Source: an optimization exercise on an open RTL-to-GDS flow (aim: small area, a short achievable clock period and few clock cycles per item). Production flows keep margins and buffers that such runs may drop. Only simulation tests tie the RTL to the original design; equivalence was not proved.

==> inputs of trial 24 <==
## fma_unit
module fma_unit (
    input  wire        clk,
    input  wire        rst,         
    input  wire        in_valid,
    output wire        in_ready,
    input  wire [31:0] a,
    input  wire [31:0] b,
    input  wire [31:0] c,
    output wire        out_valid,
    output wire [31:0] y
);
    assign in_ready = 1'b1;
    fma_core u_core (
        .clk(clk), .rst(rst), .in_valid(in_valid),
        .a(a), .b(b), .c(c),
        .out_valid(out_valid), .y(y)
    );
endmodule
Settings: LEC_CHECK=0, CAP_MARGIN=20, CORE_MARGIN=2, CORE_UTILIZATION=75, CTS_CLUSTER_DIAMETER=120, CTS_CLUSTER_SIZE=25, GPL_TIMING_DRIVEN=1, PLACE_DENSITY=0.82, SETUP_SLACK_MARGIN=5, SLEW_MARGIN=20, SYNTH_HIERARCHICAL=1, SYNTH_MINIMUM_KEEP_SIZE=0; clock period 32.0 ns.
standard.sh (not shown) runs the stock make flow with config.mk's settings and CLKGATE_MAP_FILE= SYNTH_SCRIPT=/design/flow/synth_recipe.tcl, a recipe that flattens the netlist after the stock synthesis.
==> flow/flow/run.sh <==
#!/bin/bash
set -euo pipefail
MARGIN=24.5
grep -q 'SETUP_SLACK_MARGIN=5' standard.sh
grep -q 'CLKGATE_MAP_FILE= ' standard.sh
sed -e "s/SETUP_SLACK_MARGIN=5/SETUP_SLACK_MARGIN=${MARGIN}/" \
    -e "s/CLKGATE_MAP_FILE= /CLKGATE_MAP_FILE= 'BUFFER_PORTS_ARGS=-buffer_cell sky130_fd_sc_hd__buf_1' /" \
    standard.sh > standard_custom.sh
grep -q "SETUP_SLACK_MARGIN=${MARGIN}" standard_custom.sh
grep -q "BUFFER_PORTS_ARGS" standard_custom.sh
bash standard_custom.sh > make.log 2>&1
==> inputs of trial 81, as changes to trial 24 <==
--- a/flow/design.v
+++ b/flow/design.v
@@ -48,45 +48,43 @@
     wire signed [9:0] dd = $signed({1'b0, es}) - $signed({2'b00, xc});
     wire c_far = !c_zero && (p_zero || dd < 10'sd100);
     wire signed [9:0] rs_raw = dd - 10'sd100;
     wire [6:0] rs = c_far ? 7'd0 : (rs_raw > 10'sd127) ? 7'd127 : rs_raw[6:0];
     wire signed [9:0] ebias = c_far ? $signed({2'b00, xc}) + 10'sd1
                                     : $signed({1'b0, es}) - 10'sd99;
-    reg  [4:0]  tzc;
-    integer i;
-    always @* begin
-        tzc = 5'd0;
-        for (i = 23; i >= 0; i = i - 1)
-            if ((i == 23) ? hc : fc[i]) tzc = i[4:0];
-    end
-    wire c_st = !c_zero && ({2'b00, tzc} + 7'd53 < rs);
-    wire sub  = sp ^ sc;
     reg        v1;
     reg [47:0] mp1;
     reg [23:0] mc1;
     reg [6:0]  rs1;
-    reg        cst1, far1, pnz1, sub1, sp1, sc1, nan1, inf1, infs1;
+    reg        far1, pnz1, sub1, sp1, sc1, nan1, inf1, infs1;
     reg signed [9:0] eb1;
     always @(posedge clk) begin
         v1    <= rst ? 1'b0 : v0;
         mp1   <= mp;
         mc1   <= {hc, fc};
-        cst1  <= c_st;
         rs1   <= rs;
         far1  <= c_far;
         pnz1  <= !p_zero;
-        sub1  <= sub;
+        sub1  <= sp ^ sc;
         sp1   <= sp;
         sc1   <= sc;
         nan1  <= is_nan;
         inf1  <= is_inf;
         infs1 <= inf_s;
         eb1   <= ebias;
     end
     wire [77:0] c_al = {1'b0, mc1, 53'd0} >> rs1;
-    wire [77:0] c_f  = {c_al[77:1], c_al[0] | cst1};
+    reg  [4:0]  tzc;
+    integer i;
+    always @* begin
+        tzc = 5'd0;
+        for (i = 23; i >= 0; i = i - 1)
+            if (mc1[i]) tzc = i[4:0];
+    end
+    wire        c_st = (|mc1) && ({2'b00, tzc} + 7'd53 < rs1);
+    wire [77:0] c_f  = {c_al[77:1], c_al[0] | c_st};
     wire [77:0] p_f  = far1 ? {77'd0, pnz1} : {27'd0, mp1, 3'd0};
     wire [77:0] bo = sub1 ? ~c_f : c_f;
     wire [77:0] gg = p_f & bo;
     wire [77:0] pp = p_f ^ bo;
     wire [77:0] gp, pg;
     wire [77:0] gu [0:7];
@@ -146,48 +144,33 @@
         zs2   <= sp1 & sc1;
         nan2  <= nan1;
         inf2  <= inf1;
         infs2 <= infs1;
         eb2   <= eb1;
     end
-    wire         mkv = (eb2[9:7] == 3'd0);    
-    wire [127:0] mkw = {127'd0, mkv} << eb2[6:0];
-    wire [77:0]  mk;
-    genvar q;
-    generate
-        for (q = 0; q < 78; q = q + 1) begin : g_mk
-            assign mk[q] = mkw[78 - q];
-        end
-    endgenerate
-    wire [6:0] sh;
-    wire       mkz;
-    fma_lzc78 u_lzc (.x(mag2 | mk), .lz(sh), .zero(mkz));
-    wire        mz   = !(|mag2);
+    wire [6:0] lz, tz;
+    wire       mz;
+    fma_lzc78 u_lzc (.x(mag2), .lz(lz), .zero(mz));
+    fma_tzc78 u_tzc (.x(mag2), .tz(tz));
     wire        uflz = (eb2 < 10'sd1);       
+    wire        sub_lim = (eb2 <= 10'sd78) && ($signed({3'd0, lz}) >= eb2);
+    wire [6:0]  sh  = sub_lim ? (eb2[6:0] - 7'd1) : lz;
     wire [77:0] n6  = sh[6] ? {mag2[13:0], 64'd0} : mag2;
     wire [77:0] n5  = sh[5] ? {n6[45:0], 32'd0} : n6;
     wire [77:0] n4  = sh[4] ? {n5[61:0], 16'd0} : n5;
     wire [77:0] n3  = sh[3] ? {n4[69:0], 8'd0}  : n4;
     wire [77:0] n2  = sh[2] ? {n3[73:0], 4'd0}  : n3;
     wire [77:0] n1  = sh[1] ? {n2[75:0], 2'd0}  : n2;
     wire [77:0] n0  = sh[0] ? {n1[76:0], 1'd0}  : n1;
     wire [23:0] mant = n0[77:54];
     wire        grd  = n0[53];
-    wire [52:0] stm  = {53{1'b1}} >> sh;
-    wire        stk  = |(mag2[52:0] & stm);
+    wire        stk  = ({1'b0, tz} + {1'b0, sh}) < 8'd53;
     wire        rinc = grd & (stk | mant[0]);
-    wire signed [9:0] en = eb2 - $signed({3'd0, sh});
-    wire        ovf  = en > 10'sd254;
-    wire [22:0] fr1  = mant[22:0] + 23'd1;
-    wire [22:0] frac = rinc ? fr1 : mant[22:0];
-    wire        cout = rinc & (&mant[22:0]);
-    wire [7:0]  ebp  = eb2[7:0] + 8'd1;
-    wire [7:0]  em1  = eb2[7:0] + {1'b1, ~sh};
-    wire [7:0]  ep1  = ebp - {1'b0, sh};
-    wire [7:0]  ex   = (mant[23] & cout) ? ep1 : (mant[23] ^ cout) ? en[7:0] : em1;
-    wire [30:0] rnd  = {ex, frac};
+    wire signed [9:0] ef = eb2 - $signed({3'd0, sh});    
+    wire        ovf  = ef > 10'sd254;
+    wire [30:0] rnd  = {ef[7:0] - 8'd1, 23'd0} + {7'd0, mant} + {30'd0, rinc};
     reg [31:0] yr;
     always @* begin
         if (nan2)
             yr = QNAN;
         else if (inf2)
             yr = {infs2, 8'hFF, 23'd0};
@@ -306,12 +289,26 @@
             assign z6[6*i+5:6*i] = v5[2*i+1] ? {1'b0, z5[10*i+9:10*i+5]} : {1'b1, z5[10*i+4:10*i]};
         end
     endgenerate
     assign zero = !(v6[1] | v6[0]);
     assign lz   = zero ? 7'd78 : (v6[1] ? {1'b0, z6[11:6]} : {1'b1, z6[5:0]});
 endmodule
+module fma_tzc78 (
+    input  wire [77:0] x,
+    output wire [6:0]  tz
+);
+    wire [77:0] r;
+    wire        zero;
+    genvar i;
+    generate
+        for (i = 0; i < 78; i = i + 1) begin : g_rev
+            assign r[i] = x[77 - i];
+        end
+    endgenerate
+    fma_lzc78 u_lz (.x(r), .lz(tz), .zero(zero));
+endmodule
 module fma_mul24 (
     input  wire [23:0] x,
     input  wire [23:0] y,
     output wire [47:0] p
 );
     wire [575:0] pn;
==> flow/run.sh (new file) <==
#!/bin/bash
# synth_recipe.tcl (not shown) runs the flow's synth.tcl, then flattens the netlist and writes it again
# the make line also repeats each setting of config.mk as NAME=value (left out here)
make -C /OpenROAD-flow-scripts/flow DESIGN_CONFIG=/design/flow/config.mk WORK_HOME=/design/flow/orfs CLKGATE_MAP_FILE= SYNTH_SCRIPT=/design/flow/synth_recipe.tcl finish
==> flow/config.mk (replaced) <==
export PLATFORM = sky130hd
export DESIGN_NAME = fma_unit
export DESIGN_NICKNAME = fma_unit
export VERILOG_FILES = /design/flow/design.v
export SDC_FILE = /design/flow/constraint.sdc
export NUM_CORES = 4
export LEC_CHECK = 0
export CAP_MARGIN = 20
export CORE_MARGIN = 2
export CORE_UTILIZATION = 60
export PLACE_DENSITY = 0.7
export SETUP_SLACK_MARGIN = 5
export SLEW_MARGIN = 20
export SYNTH_HIERARCHICAL = 1
export SYNTH_MINIMUM_KEEP_SIZE = 0
removed: flow/flow/run.sh
removed: flow/standard.sh
==> comparison <==
- Between trial 81 and trial 24, the lower synthesized cell count is in trial 24 (gap about 2.8%, measured against trial 24).
- Hold slack: trial 24 is higher than trial 81 (0.019 ns).
- Count of clock-buffer cells in the layout: trial 24 is lower than trial 81 (29).
- Between trial 81 and trial 24, the lower critical path depth is in trial 24 (gap 25).
- Against trial 81, the first-iteration DRC count of trial 24 is larger by 33%.
Testbench counts of trial 24, summed over its fixed seeds: cycles 24,032, items 24,000.
Testbench counts of trial 81, summed over its fixed seeds: cycles 24,032, items 24,000.

-- separate check: timing with driven ports --
No port has a modelled driver above. Below, the same layouts with a new extraction and two added sets of constraints.
Step 1 assumes that a clkbuf_16 drives the clock port and a buf_2 every other input.
Step 2 moves the port delays by t, midway between the first and last clock arrival at a register: inputs arrive t later, outputs are due t later. That takes back most of the time a late clock gives input paths.
Three values: ideal, step 1, step 2; two values: the first two.
run	t (ns)	setup WS [ns]	hold slack, ns	clock arrival spread, ns
trial 24	0.632	24.524 / 24.461 / 24.608	0.343 / 0.343 / 0.343	0.026 / 0.026
trial 81	0.634	23.520 / 23.520 / 23.520	0.325 / 0.325 / 0.325	0.020 / 0.020
After both steps setup and hold are still met in every run listed.
